What follows belongs to an exercise in optimizing a design on an open flow for small area, a short achievable clock period and few clock cycles per item; a production flow would make more cautious choices. Only simulation tests tie the RTL to the original design; equivalence was not proved. Power and IR drop assume default switching activity.

==> tundra: inputs <==
==> flow/design.v (excerpt) <==
module rs_line_decoder (
    input  wire         clk,
    input  wire         rst,
    input  wire         in_valid,
    output wire         in_ready,
    input  wire [639:0] in_line,
    input  wire [36:0]  in_addr,
    output wire         out_valid,
    output wire [575:0] out_words,
    output wire         out_poison,
    output wire [2:0]   out_nerr
);
export LEC_CHECK = 0
export CAP_MARGIN = 40
export CORE_MARGIN = 2
export CORE_UTILIZATION = 35
export PLACE_DENSITY = 0.45
export SLEW_MARGIN = 40
create_clock -name core_clock -period 9.0 [get_ports {clk}]
run.sh (not shown) runs the stock make flow with config.mk's settings and CLKGATE_MAP_FILE= SYNTH_SCRIPT=/design/flow/synth_recipe.tcl, a recipe that flattens the netlist after the stock synthesis.
==> garnet: changes against tundra <==
--- a/flow/design.v
+++ b/flow/design.v
@@ -309,89 +309,93 @@
                 bytepos = 80 * (m / 9) + 8 * (m % 9);
             end else begin
                 bytepos = 80 * (7 - p) + 72;
             end
         end
     endfunction
     genvar gi, gj, gt;
     integer i, j;
+    localparam integer K   = 16;         
+    localparam integer NCH = 80 / K;     
+    localparam [3:0] C_LAST = NCH - 1;
+    localparam [3:0] C_DONE = NCH;
     reg  [3:0]  rd_cnt;          
-    reg  [63:0] mreg;            
+    reg  [8*K-1:0] mreg;         
     reg         m_v, m_first, m_last;
     reg  [7:0]  S [0:7];
     reg         s_full;          
-    wire [63:0] chunk;
+    wire [8*K-1:0] chunk;
     generate
-        for (gi = 0; gi < 8; gi = gi + 1) begin : g_rd
+        for (gi = 0; gi < K; gi = gi + 1) begin : g_rd
             wire [7:0] cand [0:15];
             for (gt = 0; gt < 16; gt = gt + 1) begin : g_c
-                if (gt < 10) begin : g_v
-                    localparam integer BP = bytepos(79 - 8 * gt - gi);
+                if (gt < NCH) begin : g_v
+                    localparam integer BP = bytepos(79 - K * gt - gi);
                     assign cand[gt] = in_line[BP +: 8];
                 end else begin : g_z
                     assign cand[gt] = 8'h00;
                 end
             end
             assign chunk[8*gi +: 8] = cand[rd_cnt];
         end
     endgenerate
     wire [7:0] S_nx [0:7];
     generate
         for (gj = 0; gj < 8; gj = gj + 1) begin : g_syn
-            localparam [7:0] CS = apow(8 * gj);
-            wire [7:0] t [0:8];
+            localparam [7:0] CS = apow(K * gj);
+            wire [7:0] t [0:K];
             assign t[0] = m_first ? 8'h00 : gf_mul(S[gj], CS);
-            for (gi = 0; gi < 8; gi = gi + 1) begin : g_l
-                localparam [7:0] CL = apow(gj * (7 - gi));
+            for (gi = 0; gi < K; gi = gi + 1) begin : g_l
+                localparam [7:0] CL = apow(gj * (K - 1 - gi));
                 assign t[gi+1] = t[gi] ^ gf_mul(mreg[8*gi +: 8], CL);
             end
-            assign S_nx[gj] = t[8];
+            assign S_nx[gj] = t[K];
         end
     endgenerate
     wire ring_free;
     wire accept;
     wire kill;
     wire bm_idle;
     wire bm_take_d;              
     wire bm_take_s;              
     wire bm_take = bm_take_d | bm_take_s;
     wire fin_horner = m_v && m_last;
     wire rd_en0 = (!s_full || bm_take_s) && !(fin_horner && !bm_idle);
-    wire rd_en  = in_valid && (rd_cnt < 4'd10) && ((rd_cnt != 4'd0) || rd_en0);
+    wire rd_en  = in_valid && (rd_cnt < C_DONE) && ((rd_cnt != 4'd0) || rd_en0);
     assign kill      = !in_valid && (rd_cnt != 4'd0);
-    assign in_ready  = ((rd_cnt == 4'd9) || (rd_cnt == 4'd10)) && ring_free;
+    assign in_ready  = ((rd_cnt == C_LAST) || (rd_cnt == C_DONE)) && ring_free;
     assign accept    = in_valid && in_ready;
     assign bm_take_d = fin_horner && bm_idle;
     assign bm_take_s = s_full && bm_idle;
     always @(posedge clk) begin
         if (rst) begin
             rd_cnt <= 4'd0;
             m_v    <= 1'b0;
             s_full <= 1'b0;
         end else begin
             if (kill) begin
                 rd_cnt <= 4'd0;
                 m_v    <= 1'b0;
-                if (rd_cnt == 4'd10) s_full <= 1'b0;
+                if (rd_cnt == C_DONE) s_full <= 1'b0;
             end else begin
                 if (accept)
                     rd_cnt <= 4'd0;
                 else if (rd_en)
                     rd_cnt <= rd_cnt + 4'd1;
                 m_v <= rd_en;
                 if (fin_horner && !bm_take_d)
                     s_full <= 1'b1;
                 else if (bm_take_s)
                     s_full <= 1'b0;
             end
         end
         mreg    <= chunk;
         m_first <= (rd_cnt == 4'd0);
-        m_last  <= (rd_cnt == 4'd9);
+        m_last  <= (rd_cnt == C_LAST);
         if (m_v)
             for (j = 0; j < 8; j = j + 1) S[j] <= S_nx[j];
     end
     localparam [1:0] B_IDLE = 2'd0, B_IT = 2'd1, B_OM = 2'd2, B_DONE = 2'd3;
     reg  [1:0] bst;
     reg  [2:0] bstep;
     reg        bom2;             
     reg        bm_pre;           
@@ -437,59 +441,65 @@
     wire [7:0] gsum = gprod[0] ^ gprod[1] ^ gprod[2];
     wire s_zero_src;
     wire [7:0] Ssrc [0:7];
     generate
         for (gj = 0; gj < 8; gj = gj + 1) begin : g_ss
             assign Ssrc[gj] = bm_take_d ? S_nx[gj] : S[gj];
         end
     endgenerate
-    wire syn_zero = ((SR[0] | SR[1] | SR[2] | SR[3] | SR[4] | SR[5] | SR[6] | SR[7]) == 8'h00);
-    wire bm_fin_now = ((bst == B_OM) && bom2) || ((bst == B_IT) && (bstep == 3'd0) && syn_zero);
+    reg  syn_zero;               
+    wire src_zero = ((Ssrc[0] | Ssrc[1] | Ssrc[2] | Ssrc[3] | Ssrc[4] | Ssrc[5] | Ssrc[6] | Ssrc[7]) == 8'h00);
+    wire s0_nz = (Ssrc[0] != 8'h00);
+    wire bm_fin_now = ((bst == B_OM) && bom2) || ((bst == B_IT) && syn_zero);
     wire bm_has     = bm_fin_now || (bst == B_DONE);
     assign bm_idle = (bst == B_IDLE) || (bm_has && c_take);
     always @(posedge clk) begin
         if (rst) begin
             bst <= B_IDLE;
-        end else if (kill && ((bm_pre && (bst != B_IDLE)) || (bm_take && (rd_cnt == 4'd10)))) begin
+        end else if (kill && ((bm_pre && (bst != B_IDLE)) || (bm_take && (rd_cnt == C_DONE)))) begin
             bst <= B_IDLE;
         end else begin
             case (bst)
                 B_IDLE, B_DONE: begin
                     if (bm_take) begin
                         bst <= B_IT;
                     end else if (bst == B_DONE && c_take) begin
                         bst <= B_IDLE;
                     end
                 end
                 B_IT: begin
-                    if (bstep == 3'd0 && syn_zero)
+                    if (syn_zero)
                         bst <= bm_take ? B_IT : (c_take ? B_IDLE : B_DONE);
                     else if (bstep == 3'd7)
                         bst <= B_OM;
                 end
                 B_OM: begin
                     if (bom2) bst <= bm_take ? B_IT : (c_take ? B_IDLE : B_DONE);
                 end
                 default: bst <= B_IDLE;
             endcase
         end
         if (accept) bm_pre <= 1'b0;
         if (bm_take) begin
-            bm_pre <= (rd_cnt == 4'd10) && !accept;
-            for (j = 0; j < 8; j = j + 1) SR[j] <= Ssrc[j];
-            for (j = 0; j < 4; j = j + 1) H[j] <= 8'h00;
-            for (j = 0; j < 5; j = j + 1) begin
-                lam[j] <= (j == 0) ? 8'h01 : 8'h00;
-                bp[j]  <= (j == 0) ? 8'h01 : 8'h00;
-            end
-            gam   <= 8'h01;
-            blen  <= 4'd0;
-            bstep <= 3'd0;
+            bm_pre <= (rd_cnt == C_DONE) && !accept;
+            for (j = 0; j < 8; j = j + 1) SR[j] <= Ssrc[(j + 1) % 8];
+            H[0] <= Ssrc[0];
+            for (j = 1; j < 4; j = j + 1) H[j] <= 8'h00;
+            lam[0] <= 8'h01;
+            lam[1] <= Ssrc[0];
+            for (j = 2; j < 5; j = j + 1) lam[j] <= 8'h00;
+            bp[0] <= s0_nz ? 8'h01 : 8'h00;
+            bp[1] <= s0_nz ? 8'h00 : 8'h01;
+            for (j = 2; j < 5; j = j + 1) bp[j] <= 8'h00;
+            gam   <= s0_nz ? Ssrc[0] : 8'h01;
+            blen  <= {3'd0, s0_nz};
+            bstep <= 3'd1;
             bom2  <= 1'b0;
+            syn_zero <= src_zero;
         end else if (bst == B_IT) begin
             for (j = 0; j < 5; j = j + 1) lam[j] <= lam_nx[j];
             if (delta != 8'h00 && {blen, 1'b0} <= {2'b00, bstep}) begin
                 for (j = 0; j < 5; j = j + 1) bp[j] <= lam[j];
                 gam  <= delta;
                 blen <= {1'b0, bstep} + 4'd1 - blen;
             end else begin
                 bp[0] <= 8'h00;
@@ -498,19 +508,16 @@
             bstep <= bstep + 3'd1;
             if (bstep == 3'd7) begin
                 for (j = 0; j < 8; j = j + 1) SR[j] <= SR[(j + 4) % 8];
                 H[0] <= SR[3]; H[1] <= SR[2]; H[2] <= SR[1]; H[3] <= 8'h00;
             end else begin
                 for (j = 0; j < 8; j = j + 1) SR[j] <= SR[(j + 1) % 8];
                 H[0] <= SR[0]; H[1] <= H[0]; H[2] <= H[1]; H[3] <= H[2];
             end
-            if (bstep == 3'd0 && syn_zero) begin
-                for (j = 0; j < 4; j = j + 1) omg[j] <= 8'h00;
-            end
         end else if (bst == B_OM) begin
             if (!bom2) begin
                 omg[3] <= delta;
                 omg[2] <= gsum;
                 for (j = 0; j < 8; j = j + 1) SR[j] <= SR[(j + 6) % 8];
                 H[0] <= SR[5]; H[1] <= 8'h00; H[2] <= 8'h00; H[3] <= 8'h00;
                 bom2 <= 1'b1;
             end else begin
@@ -676,66 +683,90 @@
             if (gi < 4) begin : g_w
                 always @(posedge clk) begin
                     if (c_take) W[gi] <= gf_mul(om_h[gi], CI);
                     else if (advance) W[gi] <= gf_mul(W[gi], CU);
                 end
             end
         end
     endgenerate
-    localparam [2:0] PH0 = 3'd2;     
+    localparam [2:0] PH0 = 3'd3;     
     reg  [71:0] RW [0:7];
     reg  [2:0]  ph;                  
     reg         r_busy;
     reg  [7:0]  wdone;
     reg         pmode;
     reg  [36:0] r_addr;
+    reg  [3:0]  em;
+    reg  [8:0]  e_boh [0:3];
     reg  [71:0] corr;
     reg  [7:0]  need;
     always @(*) begin
         corr = 72'd0;
         need = 8'd0;
         for (i = 0; i < 4; i = i + 1) begin
             if (e_ok[i] && e_w[i] < 4'd8) need[e_w[i][2:0]] = 1'b1;
             for (j = 0; j < 9; j = j + 1)
-                if (e_ok[i] && e_w[i] == {1'b0, ph} && e_b[i] == j)
+                if (em[i] && e_boh[i][j])
                     corr[8*j +: 8] = corr[8*j +: 8] | e_v[i];
         end
     end
+    wire [2:0]  ph_nx    = accept ? PH0 : ph + 3'd1;
+    always @(posedge clk) begin
+        for (i = 0; i < 4; i = i + 1) begin
+            if (c_take)
+                em[i] <= 1'b0;
+            else if (f_v && e_n == i)
+                em[i] <= (f_w == {1'b0, ph_nx});
+            else
+                em[i] <= e_ok[i] && (e_w[i] == {1'b0, ph_nx});
+            if (f_v && e_n == i)
+                for (j = 0; j < 9; j = j + 1) e_boh[i][j] <= (f_b == j);
+        end
+    end
     wire        resolved = (c_stop || ({1'b0, ph} < cw)) &&
                            !(x_v && x_w == {1'b0, ph}) && !(f_v && f_w == {1'b0, ph});
     wire        apply    = r_busy && c_busy && !pmode && !wdone[ph] && resolved;
     wire [71:0] pw       = {8'hff, 20'h00000, 4'h0, r_addr, ph};
     wire [71:0] head_new = pmode ? pw : (apply ? (RW[0] ^ corr) : RW[0]);
-    assign out_valid = r_busy && c_busy && (ph == 3'd0) && cfin &&
-                       (cpoi ? (pmode && (&wdone)) : (&(wdone | ~need)));
+    wire ready7 = r_busy && c_busy && cfin && (ph == 3'd7) &&
+                  (cpoi ? (pmode && (&(wdone | 8'h80)))
+                        : (&(wdone | {apply, 7'd0} | ~need)));
+    reg  ov_r, op_r;
+    reg  [2:0] on_r;
+    always @(posedge clk) begin
+        if (rst) ov_r <= 1'b0;
+        else     ov_r <= ready7;
+        op_r <= cpoi;
+        on_r <= cpoi ? 3'd0 : clen[2:0];
+    end
+    assign out_valid = ov_r;
     assign ring_free = !r_busy || out_valid;
     always @(posedge clk) begin
         if (rst) begin
             r_busy <= 1'b0;
         end else if (accept) begin
             r_busy <= 1'b1;
         end else if (out_valid) begin
             r_busy <= 1'b0;
         end
         if (accept) begin
             for (j = 0; j < 8; j = j + 1)
                 RW[j] <= in_line[80 * ((j + PH0) % 8) +: 72];
-            ph     <= PH0;
             wdone  <= 8'd0;
             pmode  <= 1'b0;
             r_addr <= in_addr;
         end else begin
             for (j = 0; j < 7; j = j + 1) RW[j] <= RW[j+1];
             RW[7] <= head_new;
-            ph    <= ph + 3'd1;
             if (r_busy && c_busy && cfin && cpoi && !pmode) begin
                 pmode <= 1'b1;
                 wdone <= 8'd0;
             end else if (pmode || apply) begin
                 wdone[ph] <= 1'b1;
             end
         end
+        ph <= ph_nx;
     end
     assign out_words  = {RW[7], RW[6], RW[5], RW[4], RW[3], RW[2], RW[1], RW[0]};
-    assign out_poison = cpoi;
-    assign out_nerr   = cpoi ? 3'd0 : clen[2:0];
+    assign out_poison = op_r;
+    assign out_nerr   = on_r;
 endmodule
==> flow/config.mk (replaced) <==
export PLATFORM = sky130hd
export DESIGN_NAME = rs_line_decoder
export DESIGN_NICKNAME = rs_line_decoder
export VERILOG_FILES = /design/flow/design.v
export SDC_FILE = /design/flow/constraint.sdc
export NUM_CORES = 4
export LEC_CHECK = 0
export CAP_MARGIN = 40
export CORE_MARGIN = 2
export CORE_UTILIZATION = 45
export PLACE_DENSITY = 0.6
export SETUP_SLACK_MARGIN = 4.5
export SLEW_MARGIN = 40
==> maple: changes against tundra <==
--- a/flow/config.mk
+++ b/flow/config.mk
@@ -4,9 +4,10 @@
 export VERILOG_FILES = /design/flow/design.v
 export SDC_FILE = /design/flow/constraint.sdc
 export NUM_CORES = 4
 export LEC_CHECK = 0
 export CAP_MARGIN = 40
 export CORE_MARGIN = 2
 export CORE_UTILIZATION = 35
 export PLACE_DENSITY = 0.45
+export SETUP_SLACK_MARGIN = 4.5
 export SLEW_MARGIN = 40
==> qor summary <==
| item | maple | garnet | tundra |
|---|---|---|---|
| R2r worst-path depth | 18 | - | 14 |
| Count of multi-input combinational gates | 8,652 | - | 8,641 |
| Fraction of synthesized cell area in xor and xnor cells | 0.325 | 0.379 | 0.325 |
| Antenna Diode Count | 214 | - | 220 |
| Net Count, Synth | 11,500 | 12,600 | 11,500 |
| Sequential portion of the cell area | 0.234 | - | 0.250 |
| Outcome | complete, but fails checks | stopped before the end | complete, but fails checks |
| Last stage reached | - | global routing | - |
| Layout check failures | capacitance limit, slew limit | - | capacitance limit, slew limit |
| Power of the combinational group | 17.5 mW | - | 17.7 mW |
| Detailed-routing iteration count for the pre-antenna-repair pass | 14 | - | 13 |
| Number of resized instances in the post-cts repair step | 461 | 387 | 0 |
| Final non-clock buffer share | 0.162 | - | 0.133 |
| Portion of netlist area occupied by mux cells | 0.0248 | 0.0241 | 0.0248 |
| Seq_cells | 1,198 | - | 1,198 |
| Synth Area per Inst | 8.18 µm² | 8.34 µm² | 8.18 µm² |
| Highest routed layer | met5 | - | met5 |
| Post-route DRC violation count | 0 | - | 0 |
| Power Dens Cells | 262 nW/µm² | - | 284 nW/µm² |
Testbench counts of tundra, summed over its fixed seeds: cycles 31,546, lines 1,920.
Testbench counts of garnet, summed over its fixed seeds: cycles 24,840, lines 1,920.
Testbench counts of maple, summed over its fixed seeds: cycles 31,546, lines 1,920.

[afterwards: timing with drivers on the ports]
How much do the figures lean on ideal ports? The routed layouts below were timed once more, with nothing changed but the port constraints. Step 1 sets driving cells, clkbuf_16 on the clock port and buf_2 on the other inputs (assumed; they add their load-dependent delay and slew). Step 2 moves the port delays by t, midway between the first and last clock arrival at a register: inputs arrive t later, outputs are due t later. That takes back most of the time a late clock gives input paths. Three values: ideal ports, drivers, drivers and shift; two values: the first two.
run	t (ns)	setup WS [ns]	clock arrival spread, ns	slew at the worst register clock pin (ns)
tundra	0.960	2.531 / 2.484 / 2.531	0.101 / 0.101	0.08 / 0.08
maple	1.005	3.533 / 3.533 / 3.533	0.058 / 0.058	0.08 / 0.08
